Source: an optimization exercise on an open RTL-to-GDS flow (aim: small area, a short achievable clock period and few clock cycles per item). Production flows keep margins and buffers that such runs may drop. Function was checked by simulation only, so behaviour that the tests miss may differ from the original.

File: design.v
module fp32_round_pack (
    input  wire               sign,
    input  wire signed [11:0] e,
    input  wire [26:0]        m,
    output wire [31:0]        z
);
    wire        sub   = (e < 12'sd1);
    wire [11:0] shraw = 12'sd1 - e;
    wire [4:0]  sh    = (shraw > 12'd27) ? 5'd27 : shraw[4:0];
    wire [26:0] lost  = sub ? (m & ~(27'h7FF_FFFF << sh)) : 27'd0;
    wire [26:0] msh   = sub ? (m >> sh) : m;
    wire [26:0] mm    = {msh[26:1], msh[0] | (|lost)};
    wire [7:0]  ef    = sub ? 8'd0 : e[7:0];
    wire        big   = !sub && (e > 12'sd254);
    wire [30:0] word  = {ef, mm[25:3]};
    wire        lsb   = mm[3];
    wire        g     = mm[2];
    wire        rs    = mm[1] | mm[0];
    wire        up    = g & (rs | lsb);
    wire [30:0] wr    = word + {30'd0, up};
    wire        ovf   = big || (wr[30:23] == 8'hFF);
    assign z = ovf ? {sign, 8'hFF, 23'd0} : {sign, wr};
endmodule
module fp32_lzc28 (
    input  wire [27:0] x,
    output reg  [4:0]  n
);
    integer i;
    reg found;
    always @* begin
        n = 5'd28;
        found = 1'b0;
        for (i = 27; i >= 0; i = i - 1) begin
            if (!found && x[i]) begin
                n = 5'd27 - i[4:0];
                found = 1'b1;
            end
        end
    end
endmodule
module fp32_lzc48 (
    input  wire [47:0] x,
    output reg  [5:0]  n
);
    integer i;
    reg found;
    always @* begin
        n = 6'd48;
        found = 1'b0;
        for (i = 47; i >= 0; i = i - 1) begin
            if (!found && x[i]) begin
                n = 6'd47 - i[5:0];
                found = 1'b1;
            end
        end
    end
endmodule
module fp32_add (
    input  wire [31:0] a,
    input  wire [31:0] b,
    input  wire        sub,
    output wire [31:0] z
);
    wire       sa = a[31];
    wire       sb = b[31] ^ sub;
    wire [7:0] ea = a[30:23];
    wire [7:0] eb = b[30:23];
    wire       a_nan = (ea == 8'hFF) && (a[22:0] != 0);
    wire       b_nan = (eb == 8'hFF) && (b[22:0] != 0);
    wire       a_inf = (ea == 8'hFF) && (a[22:0] == 0);
    wire       b_inf = (eb == 8'hFF) && (b[22:0] == 0);
    wire       swap = (b[30:0] > a[30:0]);
    wire       sx = swap ? sb : sa;
    wire       sy = swap ? sa : sb;
    wire [7:0] ex = swap ? eb : ea;
    wire [7:0] ey = swap ? ea : eb;
    wire [22:0] fx = swap ? b[22:0] : a[22:0];
    wire [22:0] fy = swap ? a[22:0] : b[22:0];
    wire [7:0] exe = (ex == 0) ? 8'd1 : ex;
    wire [7:0] eye = (ey == 0) ? 8'd1 : ey;
    wire [23:0] mx = {ex != 0, fx};
    wire [23:0] my = {ey != 0, fy};
    wire [7:0]  d    = exe - eye;
    wire [4:0]  dsh  = (d > 8'd27) ? 5'd27 : d[4:0];
    wire [26:0] myx  = {my, 3'b000};
    wire [26:0] mys  = myx >> dsh;
    wire        myst = |(myx & ~(27'h7FF_FFFF << dsh));
    wire [26:0] myal = {mys[26:1], mys[0] | myst};
    wire [26:0] mxx  = {mx, 3'b000};
    wire        eff_sub = sx ^ sy;
    wire [27:0] s = eff_sub ? ({1'b0, mxx} - {1'b0, myal}) : ({1'b0, mxx} + {1'b0, myal});
    wire [4:0]  lz;
    fp32_lzc28 u_lz (.x(s), .n(lz));
    wire [27:0] sl = s << ((lz == 5'd0) ? 5'd0 : (lz - 5'd1));
    wire [26:0] m  = (lz == 5'd0) ? {s[27:2], s[1] | s[0]} : sl[26:0];
    wire signed [11:0] e = $signed({4'd0, exe}) + 12'sd1 - $signed({7'd0, lz});
    wire [31:0] rp;
    fp32_round_pack u_rp (.sign(sx), .e(e), .m(m), .z(rp));
    assign z = (a_nan || b_nan || (a_inf && b_inf && eff_sub)) ? 32'h7FC0_0000 :
               (a_inf || b_inf) ? {sx, 8'hFF, 23'd0} :
               (s == 28'd0) ? {sa & sb, 31'd0} :
               rp;
endmodule
module fp32_mul (
    input  wire [31:0] a,
    input  wire [31:0] b,
    output wire [31:0] z
);
    wire       sz = a[31] ^ b[31];
    wire [7:0] ea = a[30:23];
    wire [7:0] eb = b[30:23];
    wire       a_nan = (ea == 8'hFF) && (a[22:0] != 0);
    wire       b_nan = (eb == 8'hFF) && (b[22:0] != 0);
    wire       a_inf = (ea == 8'hFF) && (a[22:0] == 0);
    wire       b_inf = (eb == 8'hFF) && (b[22:0] == 0);
    wire       a_zero = (a[30:0] == 0);
    wire       b_zero = (b[30:0] == 0);
    wire [23:0] ma = {ea != 0, a[22:0]};
    wire [23:0] mb = {eb != 0, b[22:0]};
    wire [7:0] eae = (ea == 0) ? 8'd1 : ea;
    wire [7:0] ebe = (eb == 0) ? 8'd1 : eb;
    wire [47:0] p = ma * mb;
    wire [5:0]  lz;
    fp32_lzc48 u_lz (.x(p), .n(lz));
    wire [47:0] pn = p << lz;
    wire [26:0] m  = {pn[47:22], |pn[21:0]};
    wire signed [11:0] e = $signed({4'd0, eae}) + $signed({4'd0, ebe}) - 12'sd126
                           - $signed({6'd0, lz});
    wire [31:0] rp;
    fp32_round_pack u_rp (.sign(sz), .e(e), .m(m), .z(rp));
    assign z = (a_nan || b_nan || (a_inf && b_zero) || (b_inf && a_zero)) ? 32'h7FC0_0000 :
               (a_inf || b_inf) ? {sz, 8'hFF, 23'd0} :
               (a_zero || b_zero) ? {sz, 31'd0} :
               rp;
endmodule
module fp32_divk (
    input  wire        clk,
    input  wire        load,
    input  wire        step,
    input  wire [31:0] a,
    input  wire [31:0] b,
    output wire [31:0] z_nx
);
    wire       sz = a[31] ^ b[31];
    wire [7:0] ea = a[30:23];
    wire [7:0] eb = b[30:23];
    wire       a_nan = (ea == 8'hFF) && (a[22:0] != 0);
    wire       b_nan = (eb == 8'hFF) && (b[22:0] != 0);
    wire       a_inf = (ea == 8'hFF) && (a[22:0] == 0);
    wire       b_inf = (eb == 8'hFF) && (b[22:0] == 0);
    wire       a_zero = (a[30:0] == 0);
    wire       b_zero = (b[30:0] == 0);
    wire [23:0] ma = {ea != 0, a[22:0]};
    wire [23:0] mb = {eb != 0, b[22:0]};
    wire [7:0] eae = (ea == 0) ? 8'd1 : ea;
    wire [7:0] ebe = (eb == 0) ? 8'd1 : eb;
    wire [4:0] lza, lzb;
    fp32_lzc24 u_lza (.x(ma), .n(lza));
    fp32_lzc24 u_lzb (.x(mb), .n(lzb));
    wire [23:0] man = ma << lza;
    wire [23:0] mbn = mb << lzb;
    wire signed [11:0] eq = $signed({4'd0, eae}) - $signed({7'd0, lza})
                            - $signed({4'd0, ebe}) + $signed({7'd0, lzb}) + 12'sd127;
    reg  [24:0] rem;
    reg  [23:0] dvs;
    reg  [27:0] q;
    reg         st;
    reg  signed [11:0] eqr;
    reg         sgn;
    reg  [1:0]  spec;    
    always @(posedge clk) begin
        if (load) begin
            rem  <= {1'b0, man};
            dvs  <= mbn;
            q    <= 28'd0;
            eqr  <= eq;
            sgn  <= sz;
            spec <= (a_nan || b_nan || (a_inf && b_inf) || (a_zero && b_zero)) ? 2'd1 :
                    (a_inf || b_zero) ? 2'd2 :
                    (a_zero || b_inf) ? 2'd3 : 2'd0;
        end else if (step) begin
            rem <= rem_o;
            q   <= {q[20:0], qb};
            st  <= (r != 25'd0);
        end
    end
    reg  [24:0] r;
    reg  [24:0] rem_o;
    reg  [6:0]  qb;
    reg  [25:0] d;
    integer i;
    always @* begin
        r = rem;
        for (i = 6; i >= 0; i = i - 1) begin
            d = {1'b0, r} - {2'b00, dvs};
            qb[i] = !d[25];
            r = qb[i] ? d[24:0] : r;
            if (i != 0) r = {r[23:0], 1'b0};
        end
        rem_o = {r[23:0], 1'b0};
    end
    wire [26:0] qm = q[27] ? {q[27:2], q[1] | q[0] | st}
                           : {q[26:1], q[0] | st};
    wire signed [11:0] qe = q[27] ? eqr : (eqr - 12'sd1);
    wire [31:0] rp;
    fp32_round_pack u_rp (.sign(sgn), .e(qe), .m(qm), .z(rp));
    assign z_nx = (spec == 2'd1) ? 32'h7FC0_0000 :
                  (spec == 2'd2) ? {sgn, 8'hFF, 23'd0} :
                  (spec == 2'd3) ? {sgn, 31'd0} : rp;
endmodule
module fp32_lzc24 (
    input  wire [23:0] x,
    output reg  [4:0]  n
);
    integer i;
    reg found;
    always @* begin
        n = 5'd24;
        found = 1'b0;
        for (i = 23; i >= 0; i = i - 1) begin
            if (!found && x[i]) begin
                n = 5'd23 - i[4:0];
                found = 1'b1;
            end
        end
    end
endmodule
module fp32_lt (
    input  wire [31:0] a,
    input  wire [31:0] b,
    output wire        lt
);
    wire a_nan = (a[30:23] == 8'hFF) && (a[22:0] != 0);
    wire b_nan = (b[30:23] == 8'hFF) && (b[22:0] != 0);
    wire both_zero = (a[30:0] == 0) && (b[30:0] == 0);
    wire mag_lt = a[30:0] < b[30:0];
    wire mag_gt = a[30:0] > b[30:0];
    wire ord = (a[31] != b[31]) ? a[31] :
               a[31] ? mag_gt : mag_lt;
    assign lt = !a_nan && !b_nan && !both_zero && ord;
endmodule
module fp32_clamp (
    input  wire [31:0] x,
    input  wire [31:0] lo,
    input  wire [31:0] hi,
    output wire [31:0] z
);
    wire x_lt_lo, hi_lt_m;
    wire [31:0] m = x_lt_lo ? lo : x;
    fp32_lt u_lt0 (.a(x), .b(lo), .lt(x_lt_lo));
    fp32_lt u_lt1 (.a(hi), .b(m), .lt(hi_lt_m));
    assign z = hi_lt_m ? hi : m;
endmodule
module loop_stage (
    input  wire        clk,
    input  wire        rst,
    input  wire        start,
    output wire        ready,
    output wire        done,
    input  wire        first,
    input  wire [31:0] y,
    input  wire [31:0] r,
    input  wire [31:0] f,
    input  wire [31:0] dt,
    input  wire [31:0] i_in,
    input  wire [31:0] dy_in,
    input  wire [31:0] y_prev,
    input  wire [31:0] kp,
    input  wire [31:0] ki,
    input  wire [31:0] kd,
    input  wire [31:0] kff,
    input  wire [31:0] tf,
    input  wire [31:0] i_min,
    input  wire [31:0] i_max,
    input  wire [31:0] u_lo,
    input  wire [31:0] u_hi,
    output wire [31:0] u,
    output wire [31:0] i_out,
    output wire [31:0] dy_out
);
    wire [31:0] cl_i;      
    localparam N_ST = 12;
    localparam IDLE = 0, S1 = 1, S2 = 2, S3 = 3, S4 = 4, S5 = 5, S6 = 6, S7 = 7,
               S8 = 8, TA = 9, TB = 10, DN = 11;
    reg [N_ST-1:0] st;
    reg        q_first;
    reg [31:0] q_y, q_r, q_f, q_dt, q_i, q_dy, q_yp;
    reg [31:0] q_kp, q_ki, q_kd, q_kff, q_tf, q_imin, q_imax, q_ulo, q_uhi;
    reg [31:0] ra, rb, rc, rd, re, rf, rin, rdy;
    assign ready = st[IDLE] | st[DN];
    assign done  = st[DN];
    wire take = start & ready;
    wire nf = ~q_first;
    reg  [31:0] m_a, m_b;
    wire [31:0] m_z;
    fp32_mul u_mul (.a(m_a), .b(m_b), .z(m_z));
    always @* begin
        m_a = q_kff; m_b = q_f;                        
        if (st[S1] & nf) begin m_a = q_tf; m_b = q_dy; end
        if (st[S2] & q_first) begin m_a = q_kp; m_b = re; end
        if (st[S3])      begin m_a = q_kp; m_b = re;   end
        if (st[S4])      begin m_a = q_ki; m_b = re;   end
        if (st[S5])      begin m_a = rb;   m_b = q_dt; end
        if (st[TA])      begin m_a = q_kd; m_b = rdy;  end
    end
    reg  [31:0] a0_a, a0_b;
    reg         a0_s;
    wire [31:0] a0_z;
    fp32_add u_add0 (.a(a0_a), .b(a0_b), .sub(a0_s), .z(a0_z));
    reg  [31:0] a1_a, a1_b;
    reg         a1_s;
    wire [31:0] a1_z;
    fp32_add u_add1 (.a(a1_a), .b(a1_b), .sub(a1_s), .z(a1_z));
    always @* begin
        a0_a = rb; a0_b = ra; a0_s = 1'b0;             
        if (st[S1])  begin a0_a = q_y; a0_b = q_yp; a0_s = 1'b1; end
        if (st[S2])  begin a0_a = ra;  a0_b = rc;   end
        if (st[S6])  begin a0_a = q_i; a0_b = ra;   end
        if (st[TA])  begin a0_a = rf;  a0_b = rin;  end
        if (st[TB])  begin a0_a = rc;  a0_b = ra;   end
        a1_a = q_r; a1_b = q_y; a1_s = 1'b1;           
        if (st[S1] & nf) begin a1_a = q_tf; a1_b = q_dt; a1_s = 1'b0; end
        if (st[TA])  begin a1_a = rf; a1_b = cl_i; a1_s = 1'b0; end
        if (st[TB])  begin a1_a = rd; a1_b = ra;   a1_s = 1'b0; end
    end
    wire [31:0] div_z;
    fp32_divk u_div (
        .clk(clk), .load(st[S3] & nf), .step(st[S4] | st[S5] | st[S6] | st[S7]),
        .a(rc), .b(rd), .z_nx(div_z)
    );
    wire uhi_lt_w, in_gt_i, w_lt_ulo, in_lt_i;
    fp32_lt u_lt2 (.a(q_uhi), .b(rc),    .lt(uhi_lt_w));
    fp32_lt u_lt3 (.a(q_i),   .b(rin),   .lt(in_gt_i));
    fp32_lt u_lt4 (.a(rc),    .b(q_ulo), .lt(w_lt_ulo));
    fp32_lt u_lt5 (.a(rin),   .b(q_i),   .lt(in_lt_i));
    wire windup = (uhi_lt_w && in_gt_i) || (w_lt_ulo && in_lt_i);
    wire [31:0] w_sel = windup ? rd : rc;
    fp32_clamp u_cli (.x(q_i), .lo(q_imin), .hi(q_imax), .z(cl_i));
    wire [31:0] cl_x  = st[DN] ? w_sel : rc;
    wire [31:0] cl_lo = st[DN] ? q_ulo : q_imin;
    wire [31:0] cl_hi = st[DN] ? q_uhi : q_imax;
    wire [31:0] cl_z;
    fp32_clamp u_cl (.x(cl_x), .lo(cl_lo), .hi(cl_hi), .z(cl_z));
    assign u      = cl_z;
    assign i_out  = windup ? cl_i : rin;
    assign dy_out = rdy;
    always @(posedge clk) begin
        if (rst) begin
            st <= {{(N_ST-1){1'b0}}, 1'b1};
        end else begin
            st <= {N_ST{1'b0}};
            if (take) st[S1] <= 1'b1;
            else if (ready) st[IDLE] <= 1'b1;
            if (st[S1]) st[S2] <= 1'b1;
            if (st[S2]) st[S3] <= 1'b1;
            if (st[S3]) begin
                if (q_first) st[TA] <= 1'b1; else st[S4] <= 1'b1;
            end
            if (st[S4]) st[S5] <= 1'b1;
            if (st[S5]) st[S6] <= 1'b1;
            if (st[S6]) st[S7] <= 1'b1;
            if (st[S7]) st[S8] <= 1'b1;
            if (st[S8]) st[TA] <= 1'b1;
            if (st[TA]) st[TB] <= 1'b1;
            if (st[TB]) st[DN] <= 1'b1;
        end
    end
    always @(posedge clk) begin
        if (take) begin
            q_first <= first;
            q_y    <= y;
            q_r    <= r;
            q_f    <= f;
            q_dt   <= dt;
            q_i    <= i_in;
            q_dy   <= dy_in;
            q_yp   <= y_prev;
            q_kp   <= kp;
            q_ki   <= ki;
            q_kd   <= kd;
            q_kff  <= kff;
            q_tf   <= tf;
            q_imin <= i_min;
            q_imax <= i_max;
            q_ulo  <= u_lo;
            q_uhi  <= u_hi;
        end
        if ((st[S1] & nf) | st[S3] | st[S5] | (st[S2] & q_first)) ra <= m_z;
        if (st[TA]) ra <= {~m_z[31], m_z[30:0]};
        if ((st[S1] & q_first) | (st[S2] & nf) | st[S4]) rb <= m_z;
        if ((st[S1] & nf) | (st[S2] & nf) | st[S6] | st[TA] | st[TB]) rc <= a0_z;
        if ((st[S1] & nf) | st[TA] | st[TB]) rd <= a1_z;
        if ((st[S1] & q_first) | (st[S2] & nf)) re <= a1_z;
        if (st[S4] | (st[S3] & q_first)) rf <= a0_z;
        if (st[S1] & q_first) rin <= cl_i;
        if (st[S7]) rin <= cl_z;
        if (st[S1] & q_first) rdy <= 32'd0;
        if (st[S8]) rdy <= div_z;
    end
endmodule
File: run.sh
#!/bin/bash
# synth_recipe.tcl (not shown) runs the flow's synth.tcl, then flattens the netlist and writes it again
# the make line also repeats each setting of config.mk as NAME=value (left out here)
make -C /OpenROAD-flow-scripts/flow DESIGN_CONFIG=/design/flow/config.mk WORK_HOME=/design/flow/orfs CLKGATE_MAP_FILE= SYNTH_SCRIPT=/design/flow/synth_recipe.tcl finish
File: config.mk
export PLATFORM = sky130hd
export DESIGN_NAME = loop_stage
export DESIGN_NICKNAME = loop_stage
export VERILOG_FILES = /design/flow/design.v
export SDC_FILE = /design/flow/constraint.sdc
export NUM_CORES = 4
export LEC_CHECK = 0
export CAP_MARGIN = 20
export CORE_MARGIN = 2
export CORE_UTILIZATION = 40
export SLEW_MARGIN = 20
File: constraint.sdc
create_clock -name core_clock -period 20.0 [get_ports {clk}]
set_input_delay 4.0000 -clock core_clock [delete_from_list [all_inputs] [get_ports {clk}]]
set_output_delay 4.0000 -clock core_clock [all_outputs]
set_load 0.01 [all_outputs]
==> results.py, run 1 <==
metrics = {
    "die": {
        "coreArea_um2": 283000,
        "rows": 195,
        "initial_core_util_pct": 40.2,
        "dieArea_um2": 288000,
        "io_pins": 614,
        "die_x_um": 537,
        "die_y_um": 537,
    },
    "sta": {
        "finalHoldViolCount": 0,
        "setup_slack_ns": -11.42,
        "holdWs_ns": 0.476,
        "relSlewSlack_pct": 12.0,
        "fin_crit_sh_pct": 157,
        "fmax_mhz": 31.8,
        "skew_ns": 0.120,
        "slew_viol_final": 0,
        "setup_viol": 98,
        "grt_setup_unrepaired": "yes",
        "tns_ns": -485.93,
        "period_needed_ns": 31.42,
        "worst_slew_pin_slew_ns": 1.28,
    },
    "yosys": {
        "synth_top_family_by_area": "compound AO/OA/AOI/OAI gates",
        "synth-edff-count": 833,
        "synth.area.top_cells": "edfxtp_1 (22%), fa_1 (8.8%), ha_1 (8.6%), nand2_1 (5.7%), a21oi_1 (5.1%)",
        "synthSimpleGateAreaFrac_pct": 21.0,
        "yosysMostFrequentCell": "nand2_1",
        "yosys.cell_types.count": 132,
        "synthAdderAreaFrac_pct": 17.4,
        "synth.top_cell.area_share_pct": 22.0,
        "synthTopCellsByCount": "nand2_1 (1,713), nor2_1 (1,491), a21oi_1 (1,164)",
        "synthMuxAreaShare_pct": 6.24,
        "synth_area_per_cell_um2": 7.93,
        "synth_top_cell_by_area": "edfxtp_1",
        "netlist_instances": 14300,
        "synth-compound-area-share_pct": 23.3,
        "ys_seq_area_share_pct": 22.7,
        "synthArstFlopShare_pct": 0,
        "syn_nets": 16100,
        "synth_xor_area_share_pct": 2.65,
        "yosys_register_bits": 874,
        "yosysWarnings": 5,
        "synth_area_um2": 114000,
        "synth_ff_type": "edfxtp_1",
    },
    "final_layout": {
        "layout.cells.non_filler": 21300,
        "drive_gt1_share_pct": 23.9,
        "final_area_um2": 153000,
        "finalNetCount": 19300,
        "area_delta_synth_final_pct": 34.7,
        "fin_util_pct": 54.2,
    },
    "critical_path": {
        "crit_arrival_ns": 32.05,
        "end_kind": "flop",
        "crit_path_start": "u_div.dvs[1]$_SDFFCE_PP0P_",
        "rr_startpoint": "u_div.dvs[1]$_SDFFCE_PP0P_",
        "cp_slowest_cell": "or4_1",
        "critical-path-max-stage-delay_ns": 0.53,
        "crit_fanout": 7,
        "cp_common_cell": "a21o_1",
        "worst_setup_path_start_kind": "flop",
        "crit_type": "reg2reg",
        "crit_required_ns": 20.62,
    },
    "drt": {
        "vias_per_cell": 6.22,
        "first_iter_violations": 19000,
        "ant_nets": 0,
        "routed_wl_um": 668000,
        "vias": 133000,
        "wl_per_cell_um": 31.3,
        "detailedRoute.firstPassIterationCount": 7,
        "drc_errors": 0,
    },
    "status": {
        "failed_layout_checks": "setup timing",
        "status": "finished with violations",
    },
    "clock_network": {
        "clk_latency_ns": 0.91,
        "h-tree-depth": 3,
        "cts_made_buffers": 112,
        "cts_tree": "built",
        "clockBufferDepth": 4,
        "clk_pin_slew_ns": 0.06,
        "root_buffer": "clkbuf_16",
        "cts.sinks": 874,
        "ctsHoldBuffers": 0,
    },
    "global_routing": {
        "grt_usage_pct": 44.5,
        "antenna_found_initial": 77,
        "grt_pass1_wl_um": 922000,
        "grt_pass1_vias": 124000,
        "grt_max_degree": 172,
        "gr-total-overflow": 0,
    },
    "min_path": {
        "hp-start": "u_div.q[22]$_SDFFE_PP0P_",
        "hold_class": "reg2reg",
    },
    "placed_design": {
        "pre_cts_slack_ns": -13.23,
        "dp_cells": 20800,
        "dp_hpwl_um": 558000,
        "place_area_um2": 145000,
        "io_buffers": 613,
        "gp_congestion": 1.18,
    },
    "flow_run": {
        "max_cap_violations": 0,
    },
}
==> layout by cell type, fill, tap and decap left out, types with 296 or more instances in the layout <==
cell type and count:
clkdlybuf4s50_1 613, inv_1 1123, buf_4 3064, nand3_1 296, fa_1 496, nor2_1 1456
a21oi_1 1085, mux2i_1 518, edfxtp_1 833, ha_1 757, o21ai_0 604, nor3_1 349
nand2_1 1701
==> layer usage <==
| layer | vias to the layer above | global-route usage, % | wire (um) |
|---|---|---|---|
| met5 | - | 0.510 | 503 |
| li1 | 58300 | - | - |
| met2 | 8283 | 64.5 | 273000 |
| met4 | 45 | 24.6 | 45700 |
| met3 | 1542 | 14.3 | 84700 |
| met1 | 64600 | 58.4 | 264000 |
==> cells by family (layout without fill, tap and decap cells) <==
logic type / after synthesis / in the layout
AOI/OAI and AO/OA: 4052 / 4052
xor gates and xnor gates: 344 / 344
adders and majority gates: 1283 / 1283
buffers and inverters: 1949 / 5161
DFF: 874 / 874
muxes: 684 / 684
other: 0 / 40
and+or+nand+nor: 5148 / 5149
==> worst max-delay path: cells and delay by family, from the launching register on <==
family          cells  cell delay, ns
flops               1            0.43
compound gates    126           19.46
simple gates       34            4.99
fa+ha+maj           7            1.70
buf+inv            34            4.21
xor+xnor            2            0.27
==> path summary, 6_finish.rpt <==
path | depth (start not counted) | slack, ns | end
hold / removal | 2 | 0.48 | u_div.q[22]$_SDFFE_PP0P_
hold reg to reg | 2 | 0.48 | u_div.q[22]$_SDFFE_PP0P_
setup reg to reg | 203 | -11.42 | u_div.st$_DFFE_PP_
setup / recovery | 203 | -11.42 | u_div.st$_DFFE_PP_
==> what timing repair did <==
item,CTS,global route
cloned,3,0
pin swaps,224,222
buffers inserted,198,80
endpoints found under the setup margin,116,232
gates resized for setup,278,243
==> layout make-up <==
class,instances,area [um2]
multi-input combinational,11500,83200
clock inverter,71,633
clock buffer,131,2940
inverter,1147,4320
fill,27000,129000
sequential,874,25900
antenna,40,100
timing repair buffer,3812,31300
tap,3743,4680
Testbench counts, summed over its fixed seeds: cycles 16,748, items 1,600.
==> run 2: changes to the inputs <==
--- a/design.v
+++ b/design.v
@@ -278,91 +278,87 @@
     output wire [31:0] i_out,
     output wire [31:0] dy_out
 );
-    wire [31:0] cl_i;      
-    localparam N_ST = 12;
-    localparam IDLE = 0, S1 = 1, S2 = 2, S3 = 3, S4 = 4, S5 = 5, S6 = 6, S7 = 7,
-               S8 = 8, TA = 9, TB = 10, DN = 11;
-    reg [N_ST-1:0] st;
+    reg [6:1] ph;
+    reg       vy, vo;
     reg        q_first;
     reg [31:0] q_y, q_r, q_f, q_dt, q_i, q_dy, q_yp;
     reg [31:0] q_kp, q_ki, q_kd, q_kff, q_tf, q_imin, q_imax, q_ulo, q_uhi;
-    reg [31:0] ra, rb, rc, rd, re, rf, rin, rdy;
-    assign ready = st[IDLE] | st[DN];
-    assign done  = st[DN];
+    reg        o_first;
+    reg [31:0] o_i, o_imin, o_imax, o_kd, o_ulo, o_uhi;
+    reg [31:0] ra, rb, rc, rd, re, rf, rg, rh, ri;
+    wire idle = ~vy & ~vo;
+    assign ready = idle | ph[6];
+    assign done  = vo & ph[6];
     wire take = start & ready;
-    wire nf = ~q_first;
     reg  [31:0] m_a, m_b;
     wire [31:0] m_z;
     fp32_mul u_mul (.a(m_a), .b(m_b), .z(m_z));
     always @* begin
-        m_a = q_kff; m_b = q_f;                        
-        if (st[S1] & nf) begin m_a = q_tf; m_b = q_dy; end
-        if (st[S2] & q_first) begin m_a = q_kp; m_b = re; end
-        if (st[S3])      begin m_a = q_kp; m_b = re;   end
-        if (st[S4])      begin m_a = q_ki; m_b = re;   end
-        if (st[S5])      begin m_a = rb;   m_b = q_dt; end
-        if (st[TA])      begin m_a = q_kd; m_b = rdy;  end
+        m_a = q_tf; m_b = q_dy;                        
+        if (ph[2]) begin m_a = q_kff; m_b = q_f;  end
+        if (ph[3]) begin m_a = o_kd;  m_b = re;   end
+        if (ph[4]) begin m_a = q_kp;  m_b = rg;   end
+        if (ph[5]) begin m_a = q_ki;  m_b = rg;   end
+        if (ph[6]) begin m_a = ra;    m_b = q_dt; end
     end
+    wire [31:0] cl_i;      
     reg  [31:0] a0_a, a0_b;
     reg         a0_s;
     wire [31:0] a0_z;
     fp32_add u_add0 (.a(a0_a), .b(a0_b), .sub(a0_s), .z(a0_z));
     reg  [31:0] a1_a, a1_b;
-    reg         a1_s;
     wire [31:0] a1_z;
-    fp32_add u_add1 (.a(a1_a), .b(a1_b), .sub(a1_s), .z(a1_z));
+    fp32_add u_add1 (.a(a1_a), .b(a1_b), .sub(1'b0), .z(a1_z));
     always @* begin
-        a0_a = rb; a0_b = ra; a0_s = 1'b0;             
-        if (st[S1])  begin a0_a = q_y; a0_b = q_yp; a0_s = 1'b1; end
-        if (st[S2])  begin a0_a = ra;  a0_b = rc;   end
-        if (st[S6])  begin a0_a = q_i; a0_b = ra;   end
-        if (st[TA])  begin a0_a = rf;  a0_b = rin;  end
-        if (st[TB])  begin a0_a = rc;  a0_b = ra;   end
-        a1_a = q_r; a1_b = q_y; a1_s = 1'b1;           
-        if (st[S1] & nf) begin a1_a = q_tf; a1_b = q_dt; a1_s = 1'b0; end
-        if (st[TA])  begin a1_a = rf; a1_b = cl_i; a1_s = 1'b0; end
-        if (st[TB])  begin a1_a = rd; a1_b = ra;   a1_s = 1'b0; end
+        a0_a = q_y; a0_b = q_yp; a0_s = 1'b1;          
+        if (ph[2]) begin a0_a = re;  a0_b = rd;   a0_s = 1'b0; end
+        if (ph[3]) begin a0_a = q_r; a0_b = q_y;  a0_s = 1'b1; end
+        if (ph[4]) begin a0_a = rb;  a0_b = rd;   a0_s = 1'b0; end
+        if (ph[5]) begin a0_a = ra;  a0_b = rc;   a0_s = 1'b0; end
+        if (ph[6]) begin a0_a = rb;  a0_b = cl_i; a0_s = 1'b0; end
+        a1_a = q_tf; a1_b = q_dt;                      
+        if (ph[2]) begin a1_a = o_i; a1_b = ra; end
+        if (ph[4]) begin a1_a = rc;  a1_b = rf; end
+        if (ph[5]) begin a1_a = rb;  a1_b = rf; end
     end
     wire [31:0] div_z;
     fp32_divk u_div (
-        .clk(clk), .load(st[S3] & nf), .step(st[S4] | st[S5] | st[S6] | st[S7]),
-        .a(rc), .b(rd), .z_nx(div_z)
+        .clk(clk), .load(ph[3]), .step(ph[4] | ph[5] | ph[6] | ph[1]),
+        .a(rg), .b(rf), .z_nx(div_z)
     );
+    fp32_clamp u_cli (.x(q_i), .lo(q_imin), .hi(q_imax), .z(cl_i));
     wire uhi_lt_w, in_gt_i, w_lt_ulo, in_lt_i;
-    fp32_lt u_lt2 (.a(q_uhi), .b(rc),    .lt(uhi_lt_w));
-    fp32_lt u_lt3 (.a(q_i),   .b(rin),   .lt(in_gt_i));
-    fp32_lt u_lt4 (.a(rc),    .b(q_ulo), .lt(w_lt_ulo));
-    fp32_lt u_lt5 (.a(rin),   .b(q_i),   .lt(in_lt_i));
+    fp32_lt u_lt2 (.a(o_uhi), .b(rc),    .lt(uhi_lt_w));
+    fp32_lt u_lt3 (.a(o_i),   .b(rd),    .lt(in_gt_i));
+    fp32_lt u_lt4 (.a(rc),    .b(o_ulo), .lt(w_lt_ulo));
+    fp32_lt u_lt5 (.a(rd),    .b(o_i),   .lt(in_lt_i));
     wire windup = (uhi_lt_w && in_gt_i) || (w_lt_ulo && in_lt_i);
-    wire [31:0] w_sel = windup ? rd : rc;
-    fp32_clamp u_cli (.x(q_i), .lo(q_imin), .hi(q_imax), .z(cl_i));
-    wire [31:0] cl_x  = st[DN] ? w_sel : rc;
-    wire [31:0] cl_lo = st[DN] ? q_ulo : q_imin;
-    wire [31:0] cl_hi = st[DN] ? q_uhi : q_imax;
+    wire [31:0] w_sel = windup ? rh : rc;
+    wire [31:0] cl_x  = ph[6] ? w_sel : rd;
+    wire [31:0] cl_lo = ph[6] ? o_ulo : o_imin;
+    wire [31:0] cl_hi = ph[6] ? o_uhi : o_imax;
     wire [31:0] cl_z;
     fp32_clamp u_cl (.x(cl_x), .lo(cl_lo), .hi(cl_hi), .z(cl_z));
     assign u      = cl_z;
-    assign i_out  = windup ? cl_i : rin;
-    assign dy_out = rdy;
+    assign i_out  = windup ? ri : rd;
+    assign dy_out = re;
     always @(posedge clk) begin
         if (rst) begin
-            st <= {{(N_ST-1){1'b0}}, 1'b1};
+            vy <= 1'b0;
+            vo <= 1'b0;
+            ph <= 6'b000001;
         end else begin
-            st <= {N_ST{1'b0}};
-            if (take) st[S1] <= 1'b1;
-            else if (ready) st[IDLE] <= 1'b1;
-            if (st[S1]) st[S2] <= 1'b1;
-            if (st[S2]) st[S3] <= 1'b1;
-            if (st[S3]) begin
-                if (q_first) st[TA] <= 1'b1; else st[S4] <= 1'b1;
+            if (take) begin
+                vy <= 1'b1;
+                vo <= vy & ph[6];
+                ph <= 6'b000001;
+            end else if (!idle) begin
+                ph <= {ph[5:1], ph[6]};
+                if (ph[6]) begin
+                    vo <= vy;
+                    vy <= 1'b0;
+                end
             end
-            if (st[S4]) st[S5] <= 1'b1;
-            if (st[S5]) st[S6] <= 1'b1;
-            if (st[S6]) st[S7] <= 1'b1;
-            if (st[S7]) st[S8] <= 1'b1;
-            if (st[S8]) st[TA] <= 1'b1;
-            if (st[TA]) st[TB] <= 1'b1;
-            if (st[TB]) st[DN] <= 1'b1;
         end
     end
     always @(posedge clk) begin
@@ -385,16 +381,29 @@
             q_ulo  <= u_lo;
             q_uhi  <= u_hi;
         end
-        if ((st[S1] & nf) | st[S3] | st[S5] | (st[S2] & q_first)) ra <= m_z;
-        if (st[TA]) ra <= {~m_z[31], m_z[30:0]};
-        if ((st[S1] & q_first) | (st[S2] & nf) | st[S4]) rb <= m_z;
-        if ((st[S1] & nf) | (st[S2] & nf) | st[S6] | st[TA] | st[TB]) rc <= a0_z;
-        if ((st[S1] & nf) | st[TA] | st[TB]) rd <= a1_z;
-        if ((st[S1] & q_first) | (st[S2] & nf)) re <= a1_z;
-        if (st[S4] | (st[S3] & q_first)) rf <= a0_z;
-        if (st[S1] & q_first) rin <= cl_i;
-        if (st[S7]) rin <= cl_z;
-        if (st[S1] & q_first) rdy <= 32'd0;
-        if (st[S8]) rdy <= div_z;
+        if (ph[6]) begin
+            o_first <= q_first;
+            o_i     <= q_i;
+            o_imin  <= q_imin;
+            o_imax  <= q_imax;
+            o_kd    <= q_kd;
+            o_ulo   <= q_ulo;
+            o_uhi   <= q_uhi;
+            ri      <= cl_i;
+        end
+        if (ph[2] | ph[5] | ph[6]) ra <= m_z;
+        if (ph[4] | ph[5]) rb <= a0_z;
+        if (ph[4]) rc <= m_z;
+        if (ph[5]) rc <= a1_z;
+        if (ph[6]) rc <= a0_z;
+        if (ph[1]) rd <= a0_z;
+        if (ph[2]) rd <= a1_z;
+        if (ph[3]) rd <= o_first ? ri : cl_z;
+        if (ph[1]) re <= m_z;
+        if (ph[2]) re <= o_first ? 32'd0 : div_z;
+        if (ph[1]) rf <= a1_z;
+        if (ph[3]) rf <= {~m_z[31], m_z[30:0]};
+        if (ph[2] | ph[3]) rg <= a0_z;
+        if (ph[4]) rh <= a1_z;
     end
 endmodule
==> run 2 against run 1 <==
- the layout still fails its checks (setup timing)
- clock skew increased by 0.078 ns
- utilization up 2.8 points
- register-to-register slack worse by 0.47 ns
- design area is 15% higher
- synthesized cell count up 4.9%
- routed wire length is 11% higher
- via count is 10% higher
- critical endpoint unchanged
==> results.py, run 2 <==
metrics = {
    "sta": {
        "slew_viol_final": 0,
        "fmax_mhz": 31.4,
        "setup_slack_ns": -11.90,
        "skew_ns": 0.198,
        "relSlewSlack_pct": 14.6,
        "grt_setup_unrepaired": "yes",
        "period_needed_ns": 31.90,
        "finalHoldViolCount": 0,
        "setup_viol": 209,
        "fin_crit_sh_pct": 159,
        "worst_slew_pin_slew_ns": 1.28,
    },
    "drt": {
        "routed_wl_um": 740000,
        "wl_per_cell_um": 31.4,
        "first_iter_violations": 19300,
        "vias_per_cell": 6.20,
        "detailedRoute.firstPassIterationCount": 7,
        "ant_nets": 0,
        "vias": 146000,
        "drc_errors": 0,
    },
    "yosys": {
        "ys_seq_area_share_pct": 26.2,
        "syn_nets": 16800,
        "synthArstFlopShare_pct": 0,
        "synth_area_um2": 124000,
        "synth.area.top_cells": "edfxtp_1 (26%), fa_1 (8.0%), ha_1 (8.0%), nand2_1 (4.7%), a21oi_1 (4.6%)",
        "yosysMostFrequentCell": "nand2_1",
        "synthTopCellsByCount": "nand2_1 (1,570), nor2_1 (1,515), inv_1 (1,188)",
        "synth_ff_type": "edfxtp_1",
        "synth.top_cell.area_share_pct": 25.6,
        "synth-edff-count": 1058,
        "yosys_register_bits": 1095,
        "netlist_instances": 15000,
        "synth_area_per_cell_um2": 8.26,
        "yosysWarnings": 5,
        "yosys.cell_types.count": 130,
        "synth_top_cell_by_area": "edfxtp_1",
    },
    "critical_path": {
        "cp_slowest_cell": "or3_4",
        "crit_type": "reg2reg",
        "rrSetupSlack_ns": -11.90,
        "reg2reg_to": "u_div.st$_DFFE_PP_",
        "end_kind": "flop",
        "crit_arrival_ns": 32.43,
        "crit_fanout": 4,
        "critical-path-max-stage-delay_ns": 0.47,
        "crit_required_ns": 20.53,
        "cp_common_cell": "buf_4",
        "ff2ff_path_depth": 216,
        "worst_setup_path_start_kind": "flop",
        "rr_startpoint": "u_div.dvs[1]$_SDFFCE_PP0P_",
    },
    "clock_network": {
        "root_buffer": "clkbuf_16",
        "clk_latency_ns": 0.96,
        "cts.sinks": 1095,
        "clk_pin_slew_ns": 0.06,
        "clockBufferDepth": 4,
        "ctsHoldBuffers": 0,
        "cts_tree": "built",
        "h-tree-depth": 4,
        "cts_made_buffers": 136,
    },
    "final_layout": {
        "regArea_um2": 32500,
        "finalNetCount": 21100,
        "fillers": 28400,
        "area_delta_synth_final_pct": 41.7,
        "drive_gt1_share_pct": 29.5,
        "final_common_cell": "buf_4",
        "multi_input_area_um2": 89000,
        "final_cell_mix": "buf_4 (4,157), nand2_1 (1,542), nor2_1 (1,441)",
    },
    "min_path": {
        "hold_class": "reg2reg",
        "hp-start": "q_ulo[16]$_DFFE_PP_",
        "worst_hold_path.num_cells": 0,
        "hold_end": "o_ulo[16]$_DFFE_PP_",
    },
    "flow_run": {
        "max_cap_violations": 0,
    },
    "die": {
        "coreArea_um2": 309000,
        "io_pins": 614,
        "initial_core_util_pct": 40.2,
        "die_x_um": 561,
        "dieArea_um2": 315000,
        "die_y_um": 561,
        "rows": 204,
    },
    "status": {
        "status": "finished with violations",
        "failed_layout_checks": "setup timing",
    },
    "placed_design": {
        "pre_cts_slack_ns": -13.70,
        "io_buffers": 613,
        "gp_congestion": 1.13,
        "dp_hpwl_um": 601000,
    },
    "global_routing": {
        "antenna_found_initial": 60,
        "grt_pass1_wl_um": 1030000,
        "grt_usage_pct": 45.2,
        "gr-total-overflow": 0,
        "grt_max_degree": 131,
        "grt_pass1_vias": 140000,
    },
}
-- run 2: cell types whose count changed after synthesis, moves of 47 or more --
| cell | previous run | this run |
|---|---|---|
| o22ai_1 | 108 | 181 |
| inv_1 | 1131 | 1188 |
| nand2_1 | 1713 | 1570 |
| nor4_1 | 177 | 226 |
| mux2_2 | 135 | 203 |
| o21ai_0 | 713 | 829 |
| edfxtp_1 | 833 | 1058 |
| buf_2 | 23 | 70 |
-- run 2: per-layer routing --
| metal | GRT usage [%] | part of all wire (%) | wire, um | vias to the layer above |
|---|---|---|---|---|
| met3 | 10.9 | 10 | 77600 | 2362 |
| met2 | 69.0 | 43 | 317000 | 9222 |
| li1 | - | - | - | 63800 |
| met4 | 33.7 | 9.4 | 69500 | 30 |
| met1 | 55.3 | 37 | 276000 | 70600 |
| met5 | 0 | 0.036 | 268 | - |
-- run 2: kinds of logic after synthesis --
group | count (synthesis) | synth area share, %
and+or+nand+nor | 5089 | 19.0
AOI/OAI and AO/OA | 4430 | 23.6
buffers and inverters | 2023 | 6.28
adders and majority gates | 1287 | 16.0
DFF | 1095 | 26.2
muxes | 781 | 6.59
xor gates and xnor gates | 329 | 2.34
-- run 2: repair_timing --
action,4_1_cts,5_1_grt
endpoints found under the setup margin,218,278
gates cloned,10,0
gates resized for setup,599,336
setup buffers,447,115
pin swaps,270,237
-- run 2: critical path, delay by kind of cell (launching register included) --
kind | cells | cell delay (ns)
AOI/OAI and AO/OA | 112 | 15.96
buffers and inverters | 62 | 7.73
and+or+nand+nor | 31 | 4.50
adders and majority gates | 7 | 1.68
muxes | 3 | 1.02
DFF | 1 | 0.40
xor gates and xnor gates | 1 | 0.19
-- run 2: cell type report --
class	count	area share [%]
sequential	1095	18.5
clock buffer	167	2.04
timing repair buffer	4951	22.8
antenna	45	0.0640
clock inverter	76	0.455
inverter	1209	2.60
tap	4120	2.93
multi-input combinational	11900	50.6
-- run 2: how the worst max path moves through the flow --
| stage | start | endpoint | slack [ns] | cells past startpoint |
|---|---|---|---|---|
| after global routing | u_div.dvs[1]$_SDFFCE_PP0P_ | u_div.st$_DFFE_PP_ | -13.16 | 199 |
| after global placement | u_div.rem[1]$_DFFE_PP_ | u_div.rem[4]$_DFFE_PP_ | -13.55 | 203 |
| after CTS | u_div.dvs[1]$_SDFFCE_PP0P_ | u_div.st$_DFFE_PP_ | -10.36 | 199 |
| after floorplan | u_div.dvs[1]$_SDFFCE_PP0P_ | u_div.st$_DFFE_PP_ | -9.60 | 209 |
| final | u_div.dvs[1]$_SDFFCE_PP0P_ | u_div.st$_DFFE_PP_ | -11.90 | 216 |
| after detailed placement | u_div.dvs[1]$_SDFFCE_PP0P_ | u_div.rem[4]$_DFFE_PP_ | -13.70 | 204 |
-- run 2: stage by stage --
stage | utilization, % | instance area (um2) | setup TNS [ns] | cells | hold WS [ns]
after floorplan | - | 126000 | -357.26 | 15000 | 0.400
after global routing | 56.9 | 176000 | -779.16 | 23600 | 0.417
after CTS | 56.2 | 173000 | -457.35 | 23400 | 0.411
after detailed placement | 52.8 | 163000 | -795.03 | 22800 | 0.405
final | 57.0 | 176000 | -566.41 | 23600 | 0.401
after global placement | 52.8 | 163000 | -799.33 | 22800 | 0.401
Testbench counts of run 2, summed over its fixed seeds: cycles 9,656, items 1,600.

## static timing again, ports no longer ideal
How much do the figures lean on ideal ports? The routed layouts below were timed once more, with nothing changed but the port constraints. Step 1 sets driving cells, clkbuf_16 on the clock port and buf_2 on the other inputs (assumed; they add their load-dependent delay and slew). Step 2 also shifts input and output timing later by t, the mid clock arrival at the registers, as if the neighbouring blocks saw the same clock. Slacks: no drivers / after step 1 / after step 2; pairs: no drivers / after step 1.
| run | t, ns | slack for setup (ns) | worst setup path at the end | clock arrival spread, ns | cell pins on the clock port's net |
|---|---|---|---|---|---|
| run 1 | 0.943 | -11.424 / -11.424 / -11.424 | register to register | 0.120 / 0.120 | 1 |
| run 2 | 0.969 | -11.895 / -11.895 / -11.895 | register to register | 0.199 / 0.198 | 1 |
